From an optimization exercise on the open Yosys and OpenROAD flow, aimed at small area, a short achievable clock period and few clock cycles; shortcuts taken in it are not production practice.
Only simulation tests tie the RTL to the original design; equivalence was not proved.
No activity file was given, so power comes from the tool's default toggle rates.

--- design/flow/run.sh ---
#!/bin/bash
# synth_recipe.tcl (not shown) runs the flow's synth.tcl, then flattens the netlist and writes it again
# the make line also repeats each setting of config.mk as NAME=value (left out here)
make -C /OpenROAD-flow-scripts/flow DESIGN_CONFIG=/design/flow/config.mk WORK_HOME=/design/flow/orfs CLKGATE_MAP_FILE= SYNTH_SCRIPT=/design/flow/synth_recipe.tcl finish
--- design/flow/config.mk ---
export PLATFORM = sky130hd
export DESIGN_NAME = auction_unit
export DESIGN_NICKNAME = auction_unit
export VERILOG_FILES = /design/flow/design.v
export SDC_FILE = /design/flow/constraint.sdc
export NUM_CORES = 4
export LEC_CHECK = 0
export ABC_CLOCK_PERIOD_IN_PS = 4000
export CAP_MARGIN = 20
export CORE_MARGIN = 2
export CORE_UTILIZATION = 45
export PLACE_DENSITY = 0.6
export SETUP_SLACK_MARGIN = 5
export SLEW_MARGIN = 20
--- design/flow/constraint.sdc ---
create_clock -name core_clock -period 10.0 [get_ports {clk}]
set_input_delay 2.0000 -clock core_clock [delete_from_list [all_inputs] [get_ports {clk}]]
set_output_delay 2.0000 -clock core_clock [all_outputs]
set_load 0.01 [all_outputs]
--- design/flow/design.v ---
module auction_unit (
    input  wire         clk,
    input  wire         rst,
    input  wire         bid_valid,
    output wire         bid_ready,
    input  wire [15:0]  bid_qid,
    input  wire [3:0]   bid_booth,
    input  wire [2:0]   bid_origin,
    input  wire [31:0]  bid_score,
    input  wire [47:0]  bid_item,
    input  wire         cmd_valid,
    output wire         cmd_ready,
    input  wire [1:0]   cmd_op,
    input  wire [15:0]  cmd_qid,
    input  wire [3:0]   cmd_booth,
    input  wire [7:0]   cmd_k,
    input  wire         cmd_mode,
    input  wire         cmd_dir,
    output reg          out_valid,
    input  wire         out_ready,
    output reg          out_last,
    output wire [127:0] out_data,
    output wire         idle,
    output wire         au_heaps,
    output wire [7:0]   au_pool,
    output reg  [15:0]  au_bids,
    output reg  [15:0]  au_dropunk,
    output reg  [15:0]  au_droplate,
    output reg  [15:0]  au_dropfor,
    output reg  [15:0]  au_badbid,
    output reg  [15:0]  au_opens,
    output reg  [15:0]  au_closes,
    output reg  [25:0]  au_lastdrop
);
    localparam NS = 17;          
    localparam OP_OPEN  = 2'd0;
    localparam OP_CLOSE = 2'd1;
    localparam OP_FREE  = 2'd2;
    localparam ST_OK      = 2'd0;
    localparam ST_NOPERM  = 2'd1;
    localparam ST_BADPAR  = 2'd2;
    localparam ST_RESSHRT = 2'd3;
    reg        h_used;       
    reg        h_open;       
    reg [15:0] h_qid;
    reg [3:0]  h_booth;
    reg [4:0]  h_k;          
    reg        h_mode;
    reg        h_dir;
    reg [4:0]  h_n;
    reg        h_full;       
    reg [15:0] h_applied;
    reg [31:0] e_key   [0:NS-1];
    reg        e_negz  [0:NS-1];
    reg [47:0] e_item  [0:NS-1];
    reg [2:0]  e_org   [0:NS-1];
    reg [4:0]  ord     [0:15];   
    reg [4:0]  spare;            
    reg        rdy;
    reg        s_b;              
    reg [15:0] s_qid;
    reg [3:0]  s_booth;
    reg [2:0]  s_org;
    reg [31:0] s_key;            
    reg        s_negz;           
    reg        s_nan;            
    reg [47:0] s_item;
    reg        s_c;              
    reg [1:0]  s_op;
    reg [15:0] s_cqid;
    reg [3:0]  s_cbooth;
    reg [7:0]  s_k;
    reg        s_mode;
    reg        s_dir;
    reg          p_v;            
    reg [NS-1:0] p_ahead;        
    reg        listing;
    reg [4:0]  l_left;           
    reg [82:0] o_data;
    assign bid_ready = rdy;
    assign cmd_ready = rdy;
    assign out_data  = {45'd0, o_data};
    assign idle      = !s_b && !s_c && !p_v && !listing && !out_valid;
    assign au_heaps  = h_used;
    assign au_pool   = (h_used && h_open) ? {3'd0, h_k} : 8'd0;
    wire c_hit = h_used && (h_qid == s_cqid);
    reg  [1:0] c_status;
    always @(*) begin
        if (s_op == 2'd3)
            c_status = ST_BADPAR;
        else if (c_hit && h_booth != s_cbooth)
            c_status = ST_NOPERM;
        else if (s_op == OP_OPEN) begin
            if (s_k == 8'd0 || s_k > 8'd16 || c_hit)
                c_status = ST_BADPAR;
            else if (h_used)
                c_status = ST_RESSHRT;
            else
                c_status = ST_OK;
        end else if (s_op == OP_CLOSE) begin
            if (!c_hit || !h_open)
                c_status = ST_BADPAR;
            else
                c_status = ST_OK;
        end else
            c_status = ST_OK;
    end
    wire out_free  = !out_valid || out_ready;
    wire c_exec    = s_c && !s_b && !p_v && !listing && out_free;
    wire c_ok      = (c_status == ST_OK);
    wire do_open   = c_exec && c_ok && (s_op == OP_OPEN);
    wire do_close  = c_exec && c_ok && (s_op == OP_CLOSE);
    wire do_free   = c_exec && c_ok && (s_op == OP_FREE) && c_hit;
    wire open_ok = s_c && c_ok && (s_op == OP_OPEN);
    wire nx_mode = open_ok ? s_mode : h_mode;
    wire nx_dir  = open_ok ? s_dir  : h_dir;
    wire in_z    = (bid_score[30:0] == 31'd0);
    wire in_flip = !nx_mode && bid_score[31] && !in_z;      
    wire in_inv  = in_flip ^ !nx_dir;
    wire in_top  = nx_mode ? !bid_score[31] : (!bid_score[31] || in_z);
    wire [31:0] in_key = {in_top ^ !nx_dir, bid_score[30:0] ^ {31{in_inv}}};
    function [31:0] raw_of;
        input [31:0] key;
        input        negz;
        input        mode;
        input        dir;
        reg   [31:0] o;
        begin
            o = dir ? key : ~key;
            if (mode)
                raw_of = {!o[31], o[30:0]};
            else if (negz)
                raw_of = 32'h8000_0000;
            else if (o[31])
                raw_of = {1'b0, o[30:0]};
            else
                raw_of = ~o;
        end
    endfunction
    function lt80;
        input [79:0] a;
        input [79:0] b;
        reg   [79:0] l;
        reg   [79:0] e;
        integer i, w;
        begin
            l = ~a & b;
            e = ~(a ^ b);
            for (w = 80; w > 1; w = (w + 1) / 2) begin
                for (i = 0; i < w / 2; i = i + 1) begin
                    l[i] = l[2*i+1] | (e[2*i+1] & l[2*i]);
                    e[i] = e[2*i+1] & e[2*i];
                end
                if (w % 2) begin
                    l[w/2] = l[w-1];
                    e[w/2] = e[w-1];
                end
            end
            lt80 = l[0];
        end
    endfunction
    wire [79:0] bid_rk = {s_key, s_item};
    reg [NS-1:0] ahead;          
    integer i;
    always @(*) begin
        for (i = 0; i < NS; i = i + 1)
            ahead[i] = lt80(bid_rk, {e_key[i], e_item[i]});
    end
    wire b_hit = h_used && (h_qid == s_qid);
    reg  [2:0] drop;
    always @(*) begin
        if (!b_hit)
            drop = 3'd1;
        else if (!h_open)
            drop = 3'd2;
        else if (s_booth != h_booth)
            drop = 3'd3;
        else if (!h_mode && s_nan)
            drop = 3'd4;
        else
            drop = 3'd0;
    end
    wire apply = s_b && (drop == 3'd0);
    reg [15:0] ahead_r;
    always @(*) begin
        for (i = 0; i < 16; i = i + 1)
            ahead_r[i] = (i >= h_n) || p_ahead[ord[i]];
    end
    wire [4:0] worst    = ord[h_k - 5'd1];
    wire       ranks_in = !h_full || p_ahead[worst];
    wire       insert   = p_v && ranks_in;
    wire [4:0] nx_spare = !insert ? spare :
                          h_full  ? worst : h_n + 5'd1;
    always @(posedge clk) begin
        for (i = 0; i < NS; i = i + 1) begin
            if (nx_spare == i) begin
                e_key[i]  <= s_key;
                e_negz[i] <= s_negz;
                e_item[i] <= s_item;
                e_org[i]  <= s_org;
            end
        end
    end
    wire l_step = listing && out_free;
    always @(posedge clk) begin
        for (i = 0; i < 16; i = i + 1) begin
            if (l_step) begin
                if (i < 15)
                    ord[i] <= ord[i+1];
            end else if (insert && ahead_r[i]) begin
                if (i == 0 || !ahead_r[i-1])
                    ord[i] <= spare;
                else
                    ord[i] <= ord[i-1];
            end
        end
    end
    function [15:0] sat_inc;
        input [15:0] c;
        begin
            sat_inc = (c == 16'hFFFF) ? c : c + 16'd1;
        end
    endfunction
    wire acc_b = bid_valid && rdy;
    wire acc_c = cmd_valid && rdy;
    wire nx_sc      = acc_c || (s_c && !c_exec);
    wire nx_listing = listing ? !(l_step && l_left == 5'd1)
                              : (do_close && h_n != 5'd0);
    wire nx_ovalid  = c_exec || l_step || (out_valid && !out_ready);
    always @(posedge clk) begin
        if (rst) begin
            rdy         <= 1'b1;
            s_b         <= 1'b0;
            s_c         <= 1'b0;
            p_v         <= 1'b0;
            listing     <= 1'b0;
            out_valid   <= 1'b0;
            h_used      <= 1'b0;
            au_bids     <= 16'd0;
            au_dropunk  <= 16'd0;
            au_droplate <= 16'd0;
            au_dropfor  <= 16'd0;
            au_badbid   <= 16'd0;
            au_opens    <= 16'd0;
            au_closes   <= 16'd0;
            au_lastdrop <= 26'd0;
        end else begin
            rdy       <= !nx_sc || (!acc_b && !apply && !nx_listing && !nx_ovalid);
            s_b       <= acc_b;
            s_c       <= nx_sc;
            p_v       <= apply;
            listing   <= nx_listing;
            out_valid <= nx_ovalid;
            if (s_b) begin
                if (drop == 3'd0)
                    au_bids <= sat_inc(au_bids);
                else begin
                    au_lastdrop <= {drop, s_booth, s_org, s_qid};
                    case (drop)
                        3'd1: au_dropunk  <= sat_inc(au_dropunk);
                        3'd2: au_droplate <= sat_inc(au_droplate);
                        3'd3: au_dropfor  <= sat_inc(au_dropfor);
                        default: au_badbid <= sat_inc(au_badbid);
                    endcase
                end
            end
            if (do_open) begin
                h_used   <= 1'b1;
                au_opens <= sat_inc(au_opens);
            end
            if (do_close)
                au_closes <= sat_inc(au_closes);
            if (do_free)
                h_used <= 1'b0;
        end
    end
    always @(posedge clk) begin
        if (rdy) begin
            s_qid   <= bid_qid;
            s_booth <= bid_booth;
            s_org   <= bid_origin;
            s_key   <= in_key;
            s_negz  <= bid_score[31] && in_z;
            s_nan   <= (bid_score[30:23] == 8'hFF) && (bid_score[22:0] != 23'd0);
            s_item  <= bid_item;
            s_op     <= cmd_op;
            s_cqid   <= cmd_qid;
            s_cbooth <= cmd_booth;
            s_k      <= cmd_k;
            s_mode   <= cmd_mode;
            s_dir    <= cmd_dir;
        end
        p_ahead <= ahead;
        spare   <= do_open ? 5'd0 : nx_spare;
        if (apply)
            h_applied <= sat_inc(h_applied);
        if (p_v && !h_full) begin
            h_n    <= h_n + 5'd1;
            h_full <= (h_n + 5'd1 == h_k);
        end
        if (do_open) begin
            h_open    <= 1'b1;
            h_qid     <= s_cqid;
            h_booth   <= s_cbooth;
            h_k       <= s_k[4:0];
            h_mode    <= s_mode;
            h_dir     <= s_dir;
            h_n       <= 5'd0;
            h_full    <= 1'b0;
            h_applied <= 16'd0;
        end
        if (do_close)
            h_open <= 1'b0;
        if (c_exec) begin
            o_data          <= 83'd0;
            o_data[15:0]    <= s_cqid;
            o_data[17:16]   <= c_status;
            out_last        <= 1'b1;
            if (do_close) begin
                o_data[28:24]   <= h_k;
                o_data[36:32]   <= h_n;
                o_data[40]      <= h_mode;
                o_data[41]      <= h_dir;
                o_data[79:64]   <= h_applied;
                out_last        <= (h_n == 5'd0);
                l_left          <= h_n;
            end
        end else if (l_step) begin
            o_data   <= {e_org[ord[0]], e_item[ord[0]],
                         raw_of(e_key[ord[0]], e_negz[ord[0]], h_mode, h_dir)};
            out_last <= (l_left == 5'd1);
            l_left   <= l_left - 5'd1;
        end
    end
endmodule
==> run summary, run 1 <==
HPWL after detailed placement=between 300000 and 400000 um; Hold Fails Final Rpt=0; remaining design rule violation count=0; WP data required=10810 ps; end of the worst register-to-register path=p_ahead[6]; number of enable flip-flop cells after synthesis=1724; placeable core region=about 0.23 sq mm; die area=0.239 sq mm; number of nets in the layout=10.5k; max_cap viols=0; final clock period utilization by the worst path=49.5%; number of buffers added on ports=371; CP max-delay cell=sky130_fd_sc_hd__edfxtp_1; antenna violations before repair=26; clock buffers created by TritonCTS=between 200 and 250; ratio of routed vias to standard cells=6.63; element type at the critical path end=register; post-synthesis to final-layout area growth=16.3%; largest net degree at the start of global routing=85; setup slack of the most critical reg-to-reg path=5050 ps; Root Driver=sky130_fd_sc_hd__clkbuf_16; cells after synthesis=8427; leftover overflow at the end of global routing=0; minimum setup slack in the final design=5050 ps; Finished Layout Cells=12.3k; CTS max path bufs=3; total number of placement rows=177; count of synthesis-stage warnings from yosys=7; layout cell share with drive strength beyond 1=9.69%; power density over the cells=roughly 170 mW/mm^2; number of H-tree levels=4; post-synth top area share=49.0%; Routed Antenna Nets=0; slew of the pin with the lowest slew margin=1270 ps; DR WL/cell=36.2 um; share of synthesized flip-flops with an asynchronous set or reset=0%; hold-critical path endpoint=au_lastdrop[23]; global placer's final weighted congestion=0.972; clock insertion delay at the later pin of the skew report=910 ps; status=timing/DRC/antenna clean; crit-path max FO=18; final setup violation count=0; RSZ-0062 raised after global routing=no; Starting Density=45.3%; total number of vias=between 80k and 90k; CTS tree=done; final WL=about 450000 um; startpoint of the worst-slack reg-to-reg timing path=s_item[42]; Unique masters post-synth=96; die width=488 um; final period demand of the worst path=4950 ps; number of cell instances on the worst register-to-register path=10; cell depth of the worst min-delay path=2; die height=488 um; type of the worst setup path=register to register; Reg clk slew, reported paths=approximately 60 ps; global-route total usage across every layer=roughly 36%; Detailed Routing Iterations Pass 1=7; fill cell count=19.8k; ordered list of cells on the worst path=inv_1 > ha_1 > nand4_1 > nor2_1 > nand2_1 > or3_1 > a211oi_1 > o21ai_0 > a21oi_1 > or3b_2; synthesized area divided by synthesized cell count=12.5 sq um; top area cells in the synthesized netlist=sky130_fd_sc_hd__edfxtp_1 (49%), sky130_fd_sc_hd__ha_1 (16%), sky130_fd_sc_hd__dfxtp_1 (4.3%), sky130_fd_sc_hd__a22oi_1 (4.0%), sky130_fd_sc_hd__a21o_1 (3.2%); Most used DFF post-synth=sky130_fd_sc_hd__edfxtp_1; Leakage=~0.047 uW; arrival time of the worst setup path=5750 ps; Slew headroom=15.6%; max-slew violation count=0; total standard cell area after synthesis=between 0.1 and 0.15 sq mm; startpoint type of the worst setup path=register; Tightest Hold Check Type=register to register; register area share after synthesis=between 50% and 60%; Placed Cells incl. Taps=11.8k; worst-case vdd ir drop=149 uV; clock sink count=~2.0k; hold_sp=au_lastdrop[23]; crit-path max cell delay=790 ps; first-pass GRT wire length=612000 um; worst setup timing slack at the placement stage=3680 ps; maximum clock frequency=202 MHz; hold buffer count at cts=0; library cell with the largest summed area after synthesis=sky130_fd_sc_hd__edfxtp_1; total negative slack for setup checks=0 ps; count of state elements after synthesis=1951; first-iteration detailed-routing DRC count=approximately 10k; number of global-route vias before repair=79.7k; Setup Skew=62.5 ps; number of I/O pins=420
==> power breakdown <==
part           internal, uW  switching (uW)  leakage, uW  total (uW)
clock                  4770            3590      0.00362        8360
combinational           996            1790       0.0257        2780
sequential             9210             308       0.0176        9510
==> kinds of logic after synthesis <==
logic type | Yosys count | synth area share, %
XOR/XNOR | 216 | 1.79
other | 1 | 0.00355
flip-flops | 1951 | 53.3
AO/OA/AOI/OAI | 2253 | 14.5
adder cells (fa/ha/maj) | 1356 | 16.1
multiplexers | 194 | 2.85
buffers and inverters | 503 | 2.02
AND/OR/NAND/NOR | 1953 | 9.46
==> timing repair <==
action	CTS	global route
endpoints found under the setup margin	1284	903
cloned	3	5
pin swaps	4	4
resized for setup	58	31
buffers inserted	42	43
==> how the worst max path moves through the flow <==
stage | startpoint | to | slack [ps]
after floorplan | h_k[0] | e_item[10][0] | 4000
after global placement | h_k[2] | e_org[16][0] | 3610
after detailed placement | h_k[2] | e_item[9][8] | 3680
after CTS | h_k[0] | e_org[9][1] | 4960
after global routing | h_k[0] | e_item[15][36] | 4980
final | s_item[42] | p_ahead[6] | 5050
==> worst max-delay path: cells and delay by family, from the launching register on <==
family	cells	cell delay (ps)
buffers and inverters	1	630
adders and majority gates	1	520
and+or+nand+nor	5	1340
AOI/OAI and AO/OA	3	1560
DFF	1	790
==> layout make-up <==
cell class	instances	area, sq um	share of cell area [%]
Multi-Input combinational cell	6022	48000	39.1
Tap cell	3132	3920	3.19
Clock buffer	295	6060	4.94
Clock inverter	114	1300	1.06
Timing Repair Buffer	681	6640	5.41
Antenna cell	11	27.5	0.0224
Sequential cell	1951	56300	45.9
Inverter	128	533	0.434
==> Yosys cell counts, drive strengths merged (177+ instances only) <==
cell / n
nand2: 454
a22oi: 557
nand3: 177
clkbuf: 248
nor2: 392
dfxtp: 227
edfxtp: 1724
nand4: 363
a21oi: 418
ha: 1356
o21ai: 400
a21o: 445
==> cell usage in the layout (no fill, tap or decap), types with 52 or more instances in the layout <==
cell                                 n
sky130_fd_sc_hd__a21o_1            445
sky130_fd_sc_hd__a21oi_1           418
sky130_fd_sc_hd__a222oi_1           52
sky130_fd_sc_hd__a22oi_1           557
sky130_fd_sc_hd__buf_4             259
sky130_fd_sc_hd__clkbuf_16         220
sky130_fd_sc_hd__clkdlybuf4s50_1   370
sky130_fd_sc_hd__dfxtp_1           224
sky130_fd_sc_hd__edfxtp_1         1724
sky130_fd_sc_hd__ha_1             1356
sky130_fd_sc_hd__inv_1             112
sky130_fd_sc_hd__mux2i_1            92
sky130_fd_sc_hd__mux4_2             82
sky130_fd_sc_hd__nand2_1           453
sky130_fd_sc_hd__nand2b_1           89
sky130_fd_sc_hd__nand3_1           175
sky130_fd_sc_hd__nand4_1           363
sky130_fd_sc_hd__nor2_1            378
sky130_fd_sc_hd__nor2b_1           116
sky130_fd_sc_hd__nor3_1            101
sky130_fd_sc_hd__o21ai_0           396
sky130_fd_sc_hd__xnor2_1           127
sky130_fd_sc_hd__xor2_1             87
==> sequential cells by signal, indices dropped and copies added (netlist names), 8 cells and up <==
register and flops:
ord 80, au_badbid 16, s_key 32, s_cqid 16, o_data 83, s_item 48, au_opens 16, h_applied 16
au_lastdrop 26, au_droplate 16, h_qid 16, au_bids 16, e_key 544, p_ahead 17, au_dropfor 16, au_dropunk 16
s_qid 16, au_closes 16, e_org 51, e_item 816, s_k 8, e_negz 17
==> stage by stage <==
| stage | total power (uW) | hold WS [ps] | util (%) | instance area (sq um) |
|---|---|---|---|---|
| after detailed placement | 12300 | 444 | 49.0 | 114000 |
| after floorplan | 11000 | 427 | - | 106000 |
| after global routing | 21200 | 495 | 52.7 | 123000 |
| final | 20700 | 449 | 52.7 | 123000 |
| after CTS | 20600 | 452 | 52.4 | 122000 |
| after global placement | 12300 | 438 | 49.0 | 114000 |
==> metal layers <==
layer / up-vias / wire [um] / global-route usage, %
li1: 34700 / - / -
met1: 40800 / 166000 / 45.9
met2: 5092 / 201000 / 57.0
met3: 1221 / 45900 / 8.06
met4: 16 / 32400 / 22.0
met5: - / 94 / 0
Testbench counts, summed over its fixed seeds: cycles 15,788.
==> run 2, diff against run 1 <==
--- a/design/flow/design.v
+++ b/design/flow/design.v
@@ -73,7 +73,12 @@
     reg        s_mode;
     reg        s_dir;
     reg          p_v;            
-    reg [NS-1:0] p_ahead;        
+    reg [NS-1:0] p_lt;           
+    reg [NS-1:0] p_t;            
+    reg          p_tie;          
+    reg [47:0]   p_item;         
+    reg [NS-1:0] used;           
+    reg [NS-1:0] rsel;           
     reg        listing;
     reg [4:0]  l_left;           
     reg [82:0] o_data;
@@ -137,16 +142,34 @@
                 raw_of = ~o;
         end
     endfunction
-    function lt80;
-        input [79:0] a;
-        input [79:0] b;
-        reg   [79:0] l;
-        reg   [79:0] e;
+    function [1:0] cmp32;
+        input [31:0] a;
+        input [31:0] b;
+        reg   [31:0] l;
+        reg   [31:0] e;
         integer i, w;
         begin
             l = ~a & b;
             e = ~(a ^ b);
-            for (w = 80; w > 1; w = (w + 1) / 2) begin
+            for (w = 32; w > 1; w = w / 2) begin
+                for (i = 0; i < w / 2; i = i + 1) begin
+                    l[i] = l[2*i+1] | (e[2*i+1] & l[2*i]);
+                    e[i] = e[2*i+1] & e[2*i];
+                end
+            end
+            cmp32 = {l[0], e[0]};
+        end
+    endfunction
+    function lt48;
+        input [47:0] a;
+        input [47:0] b;
+        reg   [47:0] l;
+        reg   [47:0] e;
+        integer i, w;
+        begin
+            l = ~a & b;
+            e = ~(a ^ b);
+            for (w = 48; w > 1; w = (w + 1) / 2) begin
                 for (i = 0; i < w / 2; i = i + 1) begin
                     l[i] = l[2*i+1] | (e[2*i+1] & l[2*i]);
                     e[i] = e[2*i+1] & e[2*i];
@@ -156,15 +179,21 @@
                     e[w/2] = e[w-1];
                 end
             end
-            lt80 = l[0];
+            lt48 = l[0];
         end
     endfunction
-    wire [79:0] bid_rk = {s_key, s_item};
-    reg [NS-1:0] ahead;          
+    function [NS-1:0] low1;
+        input [NS-1:0] m;
+        begin
+            low1 = m & (~m + 1'b1);
+        end
+    endfunction
+    reg [NS-1:0] k_lt;           
+    reg [NS-1:0] k_eq;           
     integer i;
     always @(*) begin
         for (i = 0; i < NS; i = i + 1)
-            ahead[i] = lt80(bid_rk, {e_key[i], e_item[i]});
+            {k_lt[i], k_eq[i]} = cmp32(s_key, e_key[i]);
     end
     wire b_hit = h_used && (h_qid == s_qid);
     reg  [2:0] drop;
@@ -180,20 +209,52 @@
         else
             drop = 3'd0;
     end
-    wire apply = s_b && (drop == 3'd0);
+    reg [31:0] r_key;
+    reg        r_negz;
+    reg [47:0] r_item;
+    reg [2:0]  r_org;
+    always @(*) begin
+        r_key  = 32'd0;
+        r_negz = 1'b0;
+        r_item = 48'd0;
+        r_org  = 3'd0;
+        for (i = 0; i < NS; i = i + 1) begin
+            r_key  = r_key  | (e_key[i]  & {32{rsel[i]}});
+            r_negz = r_negz | (e_negz[i] & rsel[i]);
+            r_item = r_item | (e_item[i] & {48{rsel[i]}});
+            r_org  = r_org  | (e_org[i]  & {3{rsel[i]}});
+        end
+    end
+    wire p_res  = p_v && p_tie;           
+    wire p_dec  = p_v && !p_tie;          
+    wire adv    = !p_res;                 
+    wire b_go   = s_b && adv;
+    wire apply  = b_go && (drop == 3'd0);
+    wire r_lt   = lt48(p_item, r_item);   
     reg [15:0] ahead_r;
     always @(*) begin
         for (i = 0; i < 16; i = i + 1)
-            ahead_r[i] = (i >= h_n) || p_ahead[ord[i]];
+            ahead_r[i] = (i >= h_n) || p_lt[ord[i]];
     end
     wire [4:0] worst    = ord[h_k - 5'd1];
-    wire       ranks_in = !h_full || p_ahead[worst];
-    wire       insert   = p_v && ranks_in;
+    wire       ranks_in = !h_full || p_lt[worst];
+    wire       insert   = p_dec && ranks_in;
     wire [4:0] nx_spare = !insert ? spare :
                           h_full  ? worst : h_n + 5'd1;
+    reg [NS-1:0] nx_used;
+    always @(*) begin
+        nx_used = used;
+        if (insert) begin
+            if (h_full)
+                nx_used[worst] = 1'b0;
+            nx_used[spare] = 1'b1;
+        end
+    end
+    wire [NS-1:0] b_t   = k_eq & nx_used;
+    wire [NS-1:0] p_t_r = p_t & ~rsel;    
     always @(posedge clk) begin
         for (i = 0; i < NS; i = i + 1) begin
-            if (nx_spare == i) begin
+            if (adv && nx_spare == i) begin
                 e_key[i]  <= s_key;
                 e_negz[i] <= s_negz;
                 e_item[i] <= s_item;
@@ -223,7 +284,10 @@
     endfunction
     wire acc_b = bid_valid && rdy;
     wire acc_c = cmd_valid && rdy;
+    wire nx_sb      = acc_b || (s_b && !adv);
     wire nx_sc      = acc_c || (s_c && !c_exec);
+    wire nx_pv      = apply || p_res;
+    wire nx_ptie    = p_res ? (p_t_r != 0) : (apply && b_t != 0);
     wire nx_listing = listing ? !(l_step && l_left == 5'd1)
                               : (do_close && h_n != 5'd0);
     wire nx_ovalid  = c_exec || l_step || (out_valid && !out_ready);
@@ -245,13 +309,14 @@
             au_closes   <= 16'd0;
             au_lastdrop <= 26'd0;
         end else begin
-            rdy       <= !nx_sc || (!acc_b && !apply && !nx_listing && !nx_ovalid);
-            s_b       <= acc_b;
+            rdy       <= (!nx_sb || !(nx_pv && nx_ptie)) &&
+                         (!nx_sc || (!nx_sb && !nx_pv && !nx_listing && !nx_ovalid));
+            s_b       <= nx_sb;
             s_c       <= nx_sc;
-            p_v       <= apply;
+            p_v       <= nx_pv;
             listing   <= nx_listing;
             out_valid <= nx_ovalid;
-            if (s_b) begin
+            if (b_go) begin
                 if (drop == 3'd0)
                     au_bids <= sat_inc(au_bids);
                 else begin
@@ -290,11 +355,27 @@
             s_mode   <= cmd_mode;
             s_dir    <= cmd_dir;
         end
-        p_ahead <= ahead;
-        spare   <= do_open ? 5'd0 : nx_spare;
+        if (p_res) begin
+            p_lt  <= p_lt | (rsel & {NS{r_lt}});
+            p_t   <= p_t_r;
+            p_tie <= (p_t_r != 0);
+        end else begin
+            p_lt   <= k_lt;
+            p_t    <= b_t;
+            p_tie  <= apply && (b_t != 0);
+            p_item <= s_item;
+        end
+        if (p_res)
+            rsel <= low1(p_t_r);
+        else if (apply)
+            rsel <= low1(b_t);
+        else if (do_close || l_step)
+            rsel <= {{(NS-1){1'b0}}, 1'b1} << ord[do_close ? 0 : 1];
+        spare <= do_open ? 5'd0 : nx_spare;
+        used  <= do_open ? {NS{1'b0}} : nx_used;
         if (apply)
             h_applied <= sat_inc(h_applied);
-        if (p_v && !h_full) begin
+        if (p_dec && !h_full) begin
             h_n    <= h_n + 5'd1;
             h_full <= (h_n + 5'd1 == h_k);
         end
@@ -326,8 +407,7 @@
                 l_left          <= h_n;
             end
         end else if (l_step) begin
-            o_data   <= {e_org[ord[0]], e_item[ord[0]],
-                         raw_of(e_key[ord[0]], e_negz[ord[0]], h_mode, h_dir)};
+            o_data   <= {r_org, r_item, raw_of(r_key, r_negz, h_mode, h_dir)};
             out_last <= (l_left == 5'd1);
             l_left   <= l_left - 5'd1;
         end
==> run 2 against run 1 <==
Net effect: critical path type unchanged; still clean on timing, DRC and antenna; core utilization grew 0.12 points; clock power shrank 3.8%; highest routed layer unchanged; cell count shrank 15%; sequential power grew 9%; largest power group unchanged; die area shrank 10%.
==> run summary, run 2 <==
startpoint type of the worst setup path=register (unchanged); hold_sp=o_data[31] (was au_lastdrop[23]); max_cap viols=0 (unchanged); ordered list of cells on the worst path=buf_4 > buf_8 > a22oi_1 > nand2_1 > a221oi_1 > nand3_1 > ha_1 > a31o_2 > a21o_1 > a21oi_1 > o21ai_0 > a221oi_2 > o221ai_2 > a21o_4 > a211oi_1 > a21oi_1 (was inv_1 > ha_1 > nand4_1 > nor2_1 > nand2_1 > or3_1 > a211oi_1 > o21ai_0 > a21oi_1 > or3b_2); cell family with most CP delay=compound AO/OA/AOI/OAI gates (unchanged); first-iteration detailed-routing DRC count=9111 (was 10.4k); DR WL/cell=32.9 um (was 36.2 um); registers with the most flip-flops=e_item: 816 flops, e_key: 544 flops, o_data: 83 flops (unchanged); CTS tree=done (unchanged); WP data required=10720 ps (was 10810 ps); Leakage=0.0388 uW (was 0.0469 uW); worst-case vdd ir drop=203 uV (was 149 uV); element type at the critical path end=register (unchanged); clock buffers created by TritonCTS=214 (unchanged); Power Total=21300 uW (was 20700 uW); maximum clock frequency=204 MHz (was 202 MHz); CTS max path bufs=3 (unchanged); number of global-route vias before repair=65.2k (was 79.7k); number of I/O pins=420 (unchanged); crit-path max FO=37 (was 18); placeable core region=0.209 sq mm (was 0.233 sq mm); slew of the pin with the lowest slew margin=1300 ps (was 1270 ps); crit-path max cell delay=400 ps (was 790 ps); arrival time of the worst setup path=5610 ps (was 5750 ps); top cells by instance count after synthesis=sky130_fd_sc_hd__edfxtp_1 (1789), sky130_fd_sc_hd__ha_1 (610), sky130_fd_sc_hd__a22oi_1 (484) (was sky130_fd_sc_hd__edfxtp_1 (1724), sky130_fd_sc_hd__ha_1 (1356), sky130_fd_sc_hd__a22oi_1 (557)); remaining design rule violation count=0 (unchanged); die height=462 um (was 488 um); max-slew violation count=0 (unchanged); Most used DFF post-synth=sky130_fd_sc_hd__edfxtp_1 (unchanged); synthesized area divided by synthesized cell count=13.4 sq um (was 12.5 sq um); Routed Antenna Nets=0 (unchanged); final WL=346000 um (was 446000 um); number of H-tree levels=4 (unchanged); Placed Instance Area=0.102 sq mm (was 0.114 sq mm); Detailed Routing Iterations Pass 1=8 (was 7); worst setup timing slack at the placement stage=3120 ps (was 3680 ps); leftover overflow at the end of global routing=0 (unchanged); clock sink count=2051 (was 1951); power density over the cells=192 mW/mm^2 (was 168 mW/mm^2); die width=462 um (was 488 um); final setup violation count=0 (unchanged); total standard cell area after synthesis=0.0946 sq mm (was 0.106 sq mm); final period demand of the worst path=4890 ps (was 4950 ps); minimum setup slack in the final design=5110 ps (was 5050 ps); post-synthesis to final-layout area growth=16.9% (was 16.3%); antenna violations before repair=8 (was 26); cells after synthesis=7047 (was 8427); area of all placed cells without fillers=0.111 sq mm (was 0.123 sq mm); global-route total usage across every layer=31.2% (was 36.4%); share of synthesized flip-flops with an asynchronous set or reset=0% (unchanged); die area=0.214 sq mm (was 0.239 sq mm); most frequently used cell type in the post-synthesis netlist=sky130_fd_sc_hd__edfxtp_1 (unchanged); largest net degree at the start of global routing=88 (was 85); leading cell types in the layout, fill and taps excluded=sky130_fd_sc_hd__edfxtp_1 (1789), sky130_fd_sc_hd__ha_1 (609), sky130_fd_sc_hd__a22oi_1 (484) (was sky130_fd_sc_hd__edfxtp_1 (1724), sky130_fd_sc_hd__ha_1 (1356), sky130_fd_sc_hd__a22oi_1 (557)); Worst setup startpoint=rsel[2] (was s_item[42]); Unique masters post-synth=101 (was 96); number of nets in the layout=8273 (was 10.5k); count of synthesis-stage warnings from yosys=7 (unchanged); net switching power=5780 uW (was 5680 uW); Slew headroom=12.1% (was 15.6%); total number of vias=67.3k (was 81.8k); Pint=15500 uW (was 15000 uW); final clock period utilization by the worst path=48.9% (was 49.5%); ratio of routed vias to standard cells=6.40 (was 6.63); first-pass GRT wire length=483000 um (was 612000 um); Switching Share=27.2% (was 27.5%); fraction of power consumed by the clock network=37.8% (was 40.5%); Largest Register=e_item (unchanged); layout cell share with drive strength beyond 1=10.0% (was 9.69%); startpoint of the worst-slack reg-to-reg timing path=rsel[2] (was s_item[42]); status=timing/DRC/antenna clean (unchanged); clock insertion delay at the later pin of the skew report=900 ps (was 910 ps); most common library cell in the layout ignoring fill and taps=sky130_fd_sc_hd__edfxtp_1 (unchanged); Reg clk slew, reported paths=60 ps (about the same); CP max-delay cell=sky130_fd_sc_hd__a221oi_2 (was sky130_fd_sc_hd__edfxtp_1); library cell with the largest summed area after synthesis=sky130_fd_sc_hd__edfxtp_1 (unchanged); flip-flop count of the largest register, all copies and words added=816 (unchanged); post-synth top area share=56.8% (was 49.0%); count of state elements after synthesis=2051 (was 1951); combinational power share=13.3% (was 13.5%); sequential power share=48.9% (was 46.1%); Most Frequent Cell on Critical Path=sky130_fd_sc_hd__a21oi_1; Root Driver=sky130_fd_sc_hd__clkbuf_16 (unchanged); Tightest Hold Check Type=register to register (unchanged); top area cells in the synthesized netlist=sky130_fd_sc_hd__edfxtp_1 (57%), sky130_fd_sc_hd__ha_1 (8.1%), sky130_fd_sc_hd__dfxtp_1 (5.5%), sky130_fd_sc_hd__a22oi_1 (3.8%), sky130_fd_sc_hd__mux4_2 (2.0%) (was sky130_fd_sc_hd__edfxtp_1 (49%), sky130_fd_sc_hd__ha_1 (16%), sky130_fd_sc_hd__dfxtp_1 (4.3%), sky130_fd_sc_hd__a22oi_1 (4.0%), sky130_fd_sc_hd__a21o_1 (3.2%)); total negative slack for setup checks=0 ps (unchanged); type of the worst setup path=register to register (unchanged); RSZ-0062 raised after global routing=yes (was no); number of enable flip-flop cells after synthesis=1789 (was 1724); register area share after synthesis=62.3% (was 53.3%); Hold Fails Final Rpt=0 (unchanged); total number of placement rows=168 (was 177); global placer's final weighted congestion=0.954 (was 0.972); count of buffering cells on the critical path with inverters included=2 (was 1); Setup Skew=101 ps (was 62.5 ps); number of buffers added on ports=371 (unchanged); HPWL after detailed placement=219000 um (was 304000 um); Starting Density=45.2% (was 45.3%)
==> run 2: cell types whose count changed in the layout (fill, tap and decap cells not counted), moves of 38 or more <==
| cell | change |
|---|---|
| sky130_fd_sc_hd__a22o_1 | +86 |
| sky130_fd_sc_hd__edfxtp_1 | +65 |
| sky130_fd_sc_hd__a21oi_1 | -123 |
| sky130_fd_sc_hd__o21ai_0 | -109 |
| sky130_fd_sc_hd__nor3_1 | -38 |
| sky130_fd_sc_hd__ha_1 | -747 |
| sky130_fd_sc_hd__nand2_1 | -99 |
| sky130_fd_sc_hd__buf_4 | -104 |
| sky130_fd_sc_hd__nand4_1 | -101 |
| sky130_fd_sc_hd__a22oi_1 | -73 |
| sky130_fd_sc_hd__a21o_1 | -323 |
==> run 2: power groups by stage <==
stage	clock network, uW	logic (uW)	registers (uW)
after CTS	8100	2730	10400
final	8040	2840	10400
after floorplan	0	1500	10400
after global placement	0	2550	10600
after global routing	8430	3020	10400
after detailed placement	0	2610	10600
==> run 2: cells by family after synthesis <==
family	count (synthesis)	share of synthesized area [%]
other cells	1	0.00396
buf+inv	542	2.41
fa+ha+maj	610	8.07
flops	2051	62.3
mux	218	3.42
xor+xnor	225	2.08
compound gates	1647	12.2
simple gates	1753	9.46
==> run 2: cell type report <==
| class | count | area, sq um |
|---|---|---|
| Sequential cell | 2051 | 59000 |
| Clock inverter | 122 | 1240 |
| Tap cell | 2805 | 3510 |
| Antenna cell | 1 | 2.50 |
| Inverter | 145 | 567 |
| Timing Repair Buffer | 605 | 6360 |
| Multi-Input combinational cell | 4506 | 34100 |
| Fill cell | 17600 | 98800 |
| Clock buffer | 279 | 5840 |
==> run 2: path summary, 6_finish.rpt <==
path                end  slack, ps  depth (start not counted)
min          o_data[31]        450                          2
max            p_lt[13]       5110                         16
max reg2reg    p_lt[13]       5110                         16
min reg2reg  o_data[31]        450                          2
==> run 2: what timing repair did <==
item / in CTS / in global routing
endpoints found under the setup margin: 1465 / 1294
resized for setup: 80 / 48
hold buffers: 0 / 0
gates cloned: 9 / 10
pin swaps: 17 / 9
setup buffers: 43 / 23
==> run 2: per-stage QoR <==
stage,hold WS (ps),instances,util (%)
4_1_cts,450,10500,52.5
3_3_place_gp,437,10000,48.7
5_1_grt,474,10500,52.8
3_5_place_dp,442,10000,48.7
2_1_floorplan,426,7094,-
6_report,447,10500,52.8
==> run 2: worst reg2reg max path, cell delays in order, from the launching register on <==
cell and delay [ps]:
sky130_fd_sc_hd__edfxtp_1 350, sky130_fd_sc_hd__buf_4 290, sky130_fd_sc_hd__buf_8 370, sky130_fd_sc_hd__a22oi_1 220, sky130_fd_sc_hd__nand2_1 70, sky130_fd_sc_hd__a221oi_1 270, sky130_fd_sc_hd__nand3_1 270, sky130_fd_sc_hd__ha_1 350
sky130_fd_sc_hd__a31o_2 230, sky130_fd_sc_hd__a21o_1 200, sky130_fd_sc_hd__a21oi_1 280, sky130_fd_sc_hd__o21ai_0 230, sky130_fd_sc_hd__a221oi_2 400, sky130_fd_sc_hd__o221ai_2 330, sky130_fd_sc_hd__a21o_4 400, sky130_fd_sc_hd__a211oi_1 410
sky130_fd_sc_hd__a21oi_1 90
==> run 2: per-layer routing <==
layer	wire length (um)	global-route usage (%)	up-vias
li1	-	-	28700
met1	135000	41.1	33900
met2	156000	49.2	3908
met3	35000	6.45	820
met4	20200	15.4	6
met5	70	0	-
Testbench counts of run 2, summed over its fixed seeds: cycles 15,788.
==> run 3, diff against run 2 <==
--- a/design/flow/design.v
+++ b/design/flow/design.v
@@ -55,7 +55,13 @@
     reg [47:0] e_item  [0:NS-1];
     reg [2:0]  e_org   [0:NS-1];
     reg [4:0]  ord     [0:15];   
+    reg [15:0] vr;               
+    reg [15:0] emp;              
     reg [4:0]  spare;            
+    reg [NS-1:0] spare_oh;       
+    reg [NS-1:0] w_oh;           
+    reg [4:0]  pool;             
+    reg        idle_r;
     reg        rdy;
     reg        s_b;              
     reg [15:0] s_qid;
@@ -76,18 +82,21 @@
     reg [NS-1:0] p_lt;           
     reg [NS-1:0] p_t;            
     reg          p_tie;          
+    reg          p_rsv;          
+    reg          p_ltw;          
     reg [47:0]   p_item;         
     reg [NS-1:0] used;           
     reg [NS-1:0] rsel;           
     reg        listing;
     reg [4:0]  l_left;           
+    reg [3:0]  l_pos;            
     reg [82:0] o_data;
     assign bid_ready = rdy;
     assign cmd_ready = rdy;
     assign out_data  = {45'd0, o_data};
-    assign idle      = !s_b && !s_c && !p_v && !listing && !out_valid;
+    assign idle      = idle_r;
     assign au_heaps  = h_used;
-    assign au_pool   = (h_used && h_open) ? {3'd0, h_k} : 8'd0;
+    assign au_pool   = {3'd0, pool};
     wire c_hit = h_used && (h_qid == s_cqid);
     reg  [1:0] c_status;
     always @(*) begin
@@ -188,6 +197,12 @@
             low1 = m & (~m + 1'b1);
         end
     endfunction
+    function [NS-1:0] onehot;
+        input [4:0] s;
+        begin
+            onehot = {{(NS-1){1'b0}}, 1'b1} << s;
+        end
+    endfunction
     reg [NS-1:0] k_lt;           
     reg [NS-1:0] k_eq;           
     integer i;
@@ -231,30 +246,23 @@
     wire b_go   = s_b && adv;
     wire apply  = b_go && (drop == 3'd0);
     wire r_lt   = lt48(p_item, r_item);   
+    wire r_do   = p_res && p_rsv;         
     reg [15:0] ahead_r;
     always @(*) begin
         for (i = 0; i < 16; i = i + 1)
-            ahead_r[i] = (i >= h_n) || p_lt[ord[i]];
-    end
-    wire [4:0] worst    = ord[h_k - 5'd1];
-    wire       ranks_in = !h_full || p_lt[worst];
-    wire       insert   = p_dec && ranks_in;
-    wire [4:0] nx_spare = !insert ? spare :
-                          h_full  ? worst : h_n + 5'd1;
-    reg [NS-1:0] nx_used;
-    always @(*) begin
-        nx_used = used;
-        if (insert) begin
-            if (h_full)
-                nx_used[worst] = 1'b0;
-            nx_used[spare] = 1'b1;
-        end
+            ahead_r[i] = vr[i] && (emp[i] || p_lt[ord[i]]);
     end
+    wire       insert   = p_dec && (!h_full || p_ltw);
+    wire [4:0]    nx_spare    = !insert ? spare    : h_full ? ord[15] : spare + 5'd1;
+    wire [NS-1:0] nx_spare_oh = !insert ? spare_oh : h_full ? w_oh    : {spare_oh[NS-2:0], 1'b0};
+    wire [NS-1:0] nx_w_oh     = !insert ? w_oh : ahead_r[14] ? onehot(ord[14]) : spare_oh;
+    wire [NS-1:0] nx_used     = (used | (insert ? spare_oh : {NS{1'b0}})) &
+                                ~((insert && h_full) ? w_oh : {NS{1'b0}});
     wire [NS-1:0] b_t   = k_eq & nx_used;
     wire [NS-1:0] p_t_r = p_t & ~rsel;    
     always @(posedge clk) begin
         for (i = 0; i < NS; i = i + 1) begin
-            if (adv && nx_spare == i) begin
+            if (adv && nx_spare_oh[i]) begin
                 e_key[i]  <= s_key;
                 e_negz[i] <= s_negz;
                 e_item[i] <= s_item;
@@ -262,13 +270,9 @@
             end
         end
     end
-    wire l_step = listing && out_free;
     always @(posedge clk) begin
         for (i = 0; i < 16; i = i + 1) begin
-            if (l_step) begin
-                if (i < 15)
-                    ord[i] <= ord[i+1];
-            end else if (insert && ahead_r[i]) begin
+            if (insert && ahead_r[i]) begin
                 if (i == 0 || !ahead_r[i-1])
                     ord[i] <= spare;
                 else
@@ -282,24 +286,27 @@
             sat_inc = (c == 16'hFFFF) ? c : c + 16'd1;
         end
     endfunction
+    wire l_step = listing && out_free;
     wire acc_b = bid_valid && rdy;
     wire acc_c = cmd_valid && rdy;
     wire nx_sb      = acc_b || (s_b && !adv);
     wire nx_sc      = acc_c || (s_c && !c_exec);
     wire nx_pv      = apply || p_res;
-    wire nx_ptie    = p_res ? (p_t_r != 0) : (apply && b_t != 0);
+    wire nx_ptie    = p_res ? (!p_rsv || p_t_r != 0) : (apply && b_t != 0);
     wire nx_listing = listing ? !(l_step && l_left == 5'd1)
                               : (do_close && h_n != 5'd0);
     wire nx_ovalid  = c_exec || l_step || (out_valid && !out_ready);
     always @(posedge clk) begin
         if (rst) begin
             rdy         <= 1'b1;
+            idle_r      <= 1'b1;
             s_b         <= 1'b0;
             s_c         <= 1'b0;
             p_v         <= 1'b0;
             listing     <= 1'b0;
             out_valid   <= 1'b0;
             h_used      <= 1'b0;
+            pool        <= 5'd0;
             au_bids     <= 16'd0;
             au_dropunk  <= 16'd0;
             au_droplate <= 16'd0;
@@ -311,6 +318,7 @@
         end else begin
             rdy       <= (!nx_sb || !(nx_pv && nx_ptie)) &&
                          (!nx_sc || (!nx_sb && !nx_pv && !nx_listing && !nx_ovalid));
+            idle_r    <= !nx_sb && !nx_sc && !nx_pv && !nx_listing && !nx_ovalid;
             s_b       <= nx_sb;
             s_c       <= nx_sc;
             p_v       <= nx_pv;
@@ -331,12 +339,17 @@
             end
             if (do_open) begin
                 h_used   <= 1'b1;
+                pool     <= s_k[4:0];
                 au_opens <= sat_inc(au_opens);
             end
-            if (do_close)
+            if (do_close) begin
+                pool      <= 5'd0;
                 au_closes <= sat_inc(au_closes);
-            if (do_free)
+            end
+            if (do_free) begin
                 h_used <= 1'b0;
+                pool   <= 5'd0;
+            end
         end
     end
     always @(posedge clk) begin
@@ -356,28 +369,38 @@
             s_dir    <= cmd_dir;
         end
         if (p_res) begin
-            p_lt  <= p_lt | (rsel & {NS{r_lt}});
-            p_t   <= p_t_r;
-            p_tie <= (p_t_r != 0);
+            p_rsv <= 1'b1;
+            if (p_rsv) begin
+                p_lt  <= p_lt | (rsel & {NS{r_lt}});
+                p_ltw <= p_ltw | ((rsel & w_oh) != 0 && r_lt);
+                p_t   <= p_t_r;
+            end
         end else begin
             p_lt   <= k_lt;
+            p_ltw  <= (k_lt & nx_w_oh) != 0;
             p_t    <= b_t;
-            p_tie  <= apply && (b_t != 0);
+            p_rsv  <= 1'b0;
             p_item <= s_item;
         end
+        p_tie <= nx_ptie;
         if (p_res)
-            rsel <= low1(p_t_r);
-        else if (apply)
-            rsel <= low1(b_t);
+            rsel <= low1(p_rsv ? p_t_r : p_t);
         else if (do_close || l_step)
-            rsel <= {{(NS-1){1'b0}}, 1'b1} << ord[do_close ? 0 : 1];
-        spare <= do_open ? 5'd0 : nx_spare;
-        used  <= do_open ? {NS{1'b0}} : nx_used;
+            rsel <= onehot(ord[do_close ? 4'd0 - h_k[3:0] : l_pos + 4'd1]);
+        if (do_close)
+            l_pos <= 4'd0 - h_k[3:0];
+        else if (l_step)
+            l_pos <= l_pos + 4'd1;
+        spare    <= do_open ? 5'd0 : nx_spare;
+        spare_oh <= do_open ? {{(NS-1){1'b0}}, 1'b1} : nx_spare_oh;
+        w_oh     <= nx_w_oh;
+        used     <= do_open ? {NS{1'b0}} : nx_used;
         if (apply)
             h_applied <= sat_inc(h_applied);
         if (p_dec && !h_full) begin
             h_n    <= h_n + 5'd1;
             h_full <= (h_n + 5'd1 == h_k);
+            emp    <= {emp[14:0], 1'b0};
         end
         if (do_open) begin
             h_open    <= 1'b1;
@@ -389,6 +412,10 @@
             h_n       <= 5'd0;
             h_full    <= 1'b0;
             h_applied <= 16'd0;
+            for (i = 0; i < 16; i = i + 1) begin
+                vr[i]  <= (i + s_k[4:0] >= 16);
+                emp[i] <= (i + s_k[4:0] >= 16);
+            end
         end
         if (do_close)
             h_open <= 1'b0;
==> design/flow/flow/run.sh (new file) <==
#!/bin/bash
set -euo pipefail
bash standard.sh SETUP_SLACK_MARGIN=6.6 finish > standard_flow.log 2>&1
==> design/flow/standard.sh (new file) <==
#!/bin/bash
# synth_recipe.tcl (not shown) runs the flow's synth.tcl, then flattens the netlist and writes it again
# the make line also repeats each setting of config.mk as NAME=value (left out here)
make -C /OpenROAD-flow-scripts/flow DESIGN_CONFIG=/design/flow/config.mk WORK_HOME=/design/flow/orfs CLKGATE_MAP_FILE= SYNTH_SCRIPT=/design/flow/synth_recipe.tcl "${@:-finish}"
--- a/design/flow/config.mk
+++ b/design/flow/config.mk
@@ -5,7 +5,7 @@
 export SDC_FILE = /design/flow/constraint.sdc
 export NUM_CORES = 4
 export LEC_CHECK = 0
-export ABC_CLOCK_PERIOD_IN_PS = 4000
+export ABC_CLOCK_PERIOD_IN_PS = 3500
 export CAP_MARGIN = 20
 export CORE_MARGIN = 2
 export CORE_UTILIZATION = 45
removed: design/flow/run.sh
==> run 3 against run 2 <==
Net effect: still clean on timing, DRC and antenna; via count is 6.8% higher; worst setup slack gained 860 ps; non-clock buffer count rose by 331; first-iteration DRC count increased by 13%; critical path depth grew 1; combinational power up 120%; largest power group unchanged.
==> run summary, run 3 <==
post-synthesis to final-layout area growth=23.1% (was 16.9%); worst-case vdd ir drop=271 uV (was 203 uV); Leakage=0.0440 uW (was 0.0388 uW); number of enable flip-flop cells after synthesis=1843 (was 1789); die area=0.219 sq mm (was 0.214 sq mm); main combinational cell family by area after synthesis=compound AO/OA/AOI/OAI gates (unchanged); power density over the cells=235 mW/mm^2 (was 192 mW/mm^2); count of synthesis-stage warnings from yosys=7 (unchanged); type of the worst setup path=register to register (unchanged); total negative slack for setup checks=0 ps (unchanged); register area share after synthesis=63.1% (was 62.3%); share of synthesized flip-flops with an asynchronous set or reset=0% (unchanged); startpoint of the worst-slack reg-to-reg timing path=rsel[6] (was rsel[2]); Finished Layout Cells=11.0k (was 10.5k); die height=468 um (was 462 um); ratio of routed vias to standard cells=6.54 (was 6.40); most common library cell in the layout ignoring fill and taps=sky130_fd_sc_hd__edfxtp_1 (unchanged); Switching Share=32.0% (was 27.2%); crit-path max cell delay=440 ps (was 400 ps); most frequently used cell type in the post-synthesis netlist=sky130_fd_sc_hd__edfxtp_1 (unchanged); top cells by instance count after synthesis=sky130_fd_sc_hd__edfxtp_1 (1843), sky130_fd_sc_hd__ha_1 (606), sky130_fd_sc_hd__a22oi_1 (498) (was sky130_fd_sc_hd__edfxtp_1 (1789), sky130_fd_sc_hd__ha_1 (610), sky130_fd_sc_hd__a22oi_1 (484)); fraction of power consumed by the clock network=30.8% (was 37.8%); ordered list of cells on the worst path=buf_12 > a22oi_2 > nand2_1 > a221oi_2 > nand3_2 > ha_4 > a21o_1 > a21o_1 > a21oi_2 > o21ai_2 > a31oi_4 > o21ai_4 > nor3_4 > a21oi_4 > buf_12 > o21ai_1 > a22oi_1 (was buf_4 > buf_8 > a22oi_1 > nand2_1 > a221oi_1 > nand3_1 > ha_1 > a31o_2 > a21o_1 > a21oi_1 > o21ai_0 > a221oi_2 > o221ai_2 > a21o_4 > a211oi_1 > a21oi_1); global-route total usage across every layer=33.9% (was 31.2%); number of H-tree levels=4 (unchanged); Reg clk slew, reported paths=60 ps (about the same); HPWL after detailed placement=228000 um (was 219000 um); registers with the most flip-flops=e_item: 816 flops, e_key: 544 flops, o_data: 83 flops (unchanged); CP max-delay cell=sky130_fd_sc_hd__edfxtp_1 (was sky130_fd_sc_hd__a221oi_2); placeable core region=0.214 sq mm (was 0.209 sq mm); cell family with most CP delay=compound AO/OA/AOI/OAI gates (unchanged); DR WL/cell=34.7 um (was 32.9 um); total number of placement rows=170 (was 168); CTS max path bufs=3 (unchanged); synthesized area divided by synthesized cell count=13.5 sq um (was 13.4 sq um); clock insertion delay at the later pin of the skew report=930 ps (was 900 ps); Unique masters post-synth=81 (was 101); Setup Skew=103 ps (was 101 ps); largest net degree at the start of global routing=94 (was 88); remaining design rule violation count=0 (unchanged); basic-gate share of the synthesized area counting and, or, nand and nor cells=8.26% (was 9.46%); WP data required=10620 ps (was 10720 ps); total standard cell area after synthesis=0.0967 sq mm (was 0.0946 sq mm); post-synth top area share=57.2% (was 56.8%); antenna violations before repair=14 (was 8); count of buffering cells on the critical path with inverters included=2 (unchanged); share of cell area taken by muxes after synthesis=3.77% (was 3.42%); number of I/O pins=420 (unchanged); Worst setup startpoint=rsel[6] (was rsel[2]); slew of the pin with the lowest slew margin=1340 ps (was 1300 ps); maximum clock frequency=248 MHz (was 204 MHz); first-pass GRT wire length=525000 um (was 483000 um); Placed Cells incl. Taps=10.1k (was 10.0k); Detailed Routing Iterations Pass 1=7 (was 8); hold buffer count at cts=0 (unchanged); Largest Register=e_item (unchanged); Slew headroom=9.83% (was 12.1%); layout cell share with drive strength beyond 1=23.1% (was 10.0%); leftover overflow at the end of global routing=0 (unchanged); startpoint type of the worst setup path=register (unchanged); max-slew violation count=0 (unchanged); count of state elements after synthesis=2129 (was 2051); minimum setup slack in the final design=5970 ps (was 5110 ps); compound-cell area share of the yosys netlist=12.6% (was 12.2%); area share of fa/ha/maj cells after synthesis=7.84% (was 8.07%); Most used DFF post-synth=sky130_fd_sc_hd__edfxtp_1 (unchanged); max_cap viols=0 (unchanged); element type at the critical path end=register (unchanged); Pint=19100 uW (was 15500 uW); clock sink count=2129 (was 2051); RSZ-0062 raised after global routing=yes (unchanged); CTS tree=done (unchanged); clock buffers created by TritonCTS=221 (was 214); final period demand of the worst path=4030 ps (was 4890 ps); leading cell types in the layout, fill and taps excluded=sky130_fd_sc_hd__edfxtp_1 (1843), sky130_fd_sc_hd__ha_1 (586), sky130_fd_sc_hd__a22oi_1 (490) (was sky130_fd_sc_hd__edfxtp_1 (1789), sky130_fd_sc_hd__ha_1 (609), sky130_fd_sc_hd__a22oi_1 (484)); final setup violation count=0 (unchanged); arrival time of the worst setup path=4650 ps (was 5610 ps); library cell with the largest summed area after synthesis=sky130_fd_sc_hd__edfxtp_1 (unchanged); cells after synthesis=7144 (was 7047); status=timing/DRC/antenna clean (unchanged); global placer's final weighted congestion=0.972 (was 0.954); hold_sp=pool[0] (was o_data[31]); Tightest Hold Check Type=register to register (unchanged); die width=468 um (was 462 um); Routed Antenna Nets=0 (unchanged); first-iteration detailed-routing DRC count=10.3k (was 9111); xor and xnor fraction of the mapped netlist area=2.09% (was 2.08%); flip-flop count of the largest register, all copies and words added=816 (unchanged); total number of vias=71.9k (was 67.3k); worst setup timing slack at the placement stage=4080 ps (was 3120 ps); sequential power share=46.5% (was 48.9%); combinational power share=22.8% (was 13.3%); net switching power=8960 uW (was 5780 uW); top area cells in the synthesized netlist=sky130_fd_sc_hd__edfxtp_1 (57%), sky130_fd_sc_hd__ha_1 (7.8%), sky130_fd_sc_hd__dfxtp_1 (5.9%), sky130_fd_sc_hd__a22oi_1 (3.9%), sky130_fd_sc_hd__nor2_1 (1.9%) (was sky130_fd_sc_hd__edfxtp_1 (57%), sky130_fd_sc_hd__ha_1 (8.1%), sky130_fd_sc_hd__dfxtp_1 (5.5%), sky130_fd_sc_hd__a22oi_1 (3.8%), sky130_fd_sc_hd__mux4_2 (2.0%)); Starting Density=45.2% (about the same); Power Total=28000 uW (was 21300 uW); crit-path max FO=54 (was 37); number of global-route vias before repair=68.2k (was 65.2k); final clock period utilization by the worst path=40.3% (was 48.9%); Hold Fails Final Rpt=0 (unchanged); number of buffers added on ports=371 (unchanged); final WL=381000 um (was 346000 um); number of nets in the layout=8703 (was 8273); Root Driver=sky130_fd_sc_hd__clkbuf_16 (unchanged)
[run 3: changes by cell type in the layout (fill, tap and decap cells not counted), moves of 63 or more]
cell	before	now
sky130_fd_sc_hd__buf_4	155	434
sky130_fd_sc_hd__clkdlybuf4s50_1	370	112
sky130_fd_sc_hd__buf_6	18	235
sky130_fd_sc_hd__dfxtp_1	261	106
sky130_fd_sc_hd__dfxtp_2	0	122
sky130_fd_sc_hd__o21ai_0	287	179
sky130_fd_sc_hd__mux2_2	7	87
sky130_fd_sc_hd__nor2b_1	131	54
sky130_fd_sc_hd__nand2b_1	88	16
sky130_fd_sc_hd__a21o_1	122	185
[run 3: layout make-up]
type | count | area, sq um
Fill cell | 17200 | 95100
Sequential cell | 2129 | 61400
Multi-Input combinational cell | 4525 | 36100
Timing Repair Buffer | 936 | 9640
Clock buffer | 298 | 6090
Tap cell | 2838 | 3550
Clock inverter | 119 | 1510
Inverter | 140 | 656
Timing Repair inverter | 4 | 31.3
Antenna cell | 12 | 30.0
[run 3: repair_timing]
action                      CTS  global route
gates cloned                 36             2
gates resized for setup    1877           168
pin swaps                    99            77
buffers inserted            375            43
setup endpoints to repair  2079           444
[run 3: final timing paths]
kind / endpoint / slack, ps / depth (start not counted)
setup / recovery: p_lt[8] / 5970 / 17
hold / removal: pool[0] / 460 / 2
setup reg to reg: p_lt[8] / 5970 / 17
hold reg to reg: pool[0] / 460 / 2
[run 3: power groups by stage]
| stage | Sequential [uW] | Combinational, uW | Clock [uW] |
|---|---|---|---|
| 2_1_floorplan | 12700 | 3200 | 0 |
| 3_3_place_gp | 13200 | 5400 | 0 |
| 4_1_cts | 13000 | 6110 | 8670 |
| 3_5_place_dp | 13300 | 5480 | 0 |
| 6_report | 13000 | 6380 | 8620 |
| 5_1_grt | 13100 | 6710 | 9000 |
[run 3: routing by layer]
metal / vias up / wire, um / part of all wire (%) / GRT usage [%]
li1: 29900 / - / - / -
met1: 36400 / 147000 / 38 / 46.1
met2: 4745 / 168000 / 44 / 51.2
met3: 885 / 44000 / 12 / 7.43
met4: 10 / 23200 / 6.1 / 17.4
met5: - / 74 / 0.019 / 0
[run 3: logic make-up (layout without fill, tap and decap cells)]
kind of cell	count (synthesis)	after routing
AOI/OAI and AO/OA	1731	1732
muxes	263	263
and+or+nand+nor	1638	1645
xor gates and xnor gates	231	231
other	1	60
adders and majority gates	606	606
buffers and inverters	545	1497
DFF	2129	2129
[run 3: tightest hold or removal path: stages, from the launching register on]
cell and delay (ps):
sky130_fd_sc_hd__dfxtp_1 310, sky130_fd_sc_hd__nand2_1 50, sky130_fd_sc_hd__a21oi_1 60
[run 3: per-stage QoR]
step | utilization [%] | area (sq um) | hold WS [ps]
after floorplan | - | 97900 | 406
after global routing | 55.6 | 119000 | 486
final | 55.6 | 119000 | 460
after detailed placement | 48.6 | 104000 | 457
after CTS | 55.0 | 118000 | 464
after global placement | 48.6 | 104000 | 449
Testbench counts of run 3, summed over its fixed seeds: cycles 15,788.

==> port drivers added, routing unchanged <==
How much do the figures lean on ideal ports? The routed layouts below were timed once more, with nothing changed but the port constraints.
Step 1 sets driving cells, clkbuf_16 on the clock port and buf_2 on the other inputs (assumed; they add their load-dependent delay and slew).
Step 2 also shifts input and output timing later by t, the mid clock arrival at the registers, as if the neighbouring blocks saw the same clock.
a / b / c = no drivers / after step 1 / after step 2; a / b = the first two.
run | t (ns) | setup slack, ns | hold slack, ns | worst register clock-pin slew, ns | worst data-port slew with drivers (ns)
run 1 | 0.987 | 5.053 / 5.001 / 4.344 | 0.449 / 0.449 / 0.449 | 0.07 / 0.07 | 0.14
run 2 | 0.943 | 5.108 / 5.108 / 4.194 | 0.447 / 0.447 / 0.447 | 0.07 / 0.07 | 0.23
run 3 | 0.970 | 5.966 / 5.966 / 5.347 | 0.460 / 0.460 / 0.460 | 0.07 / 0.07 | 0.14
After both steps setup and hold are still met in every run listed. For run 2, which loses most, drivers alone change the setup slack by 0.000 ns; drivers and shift together by -0.914 ns.
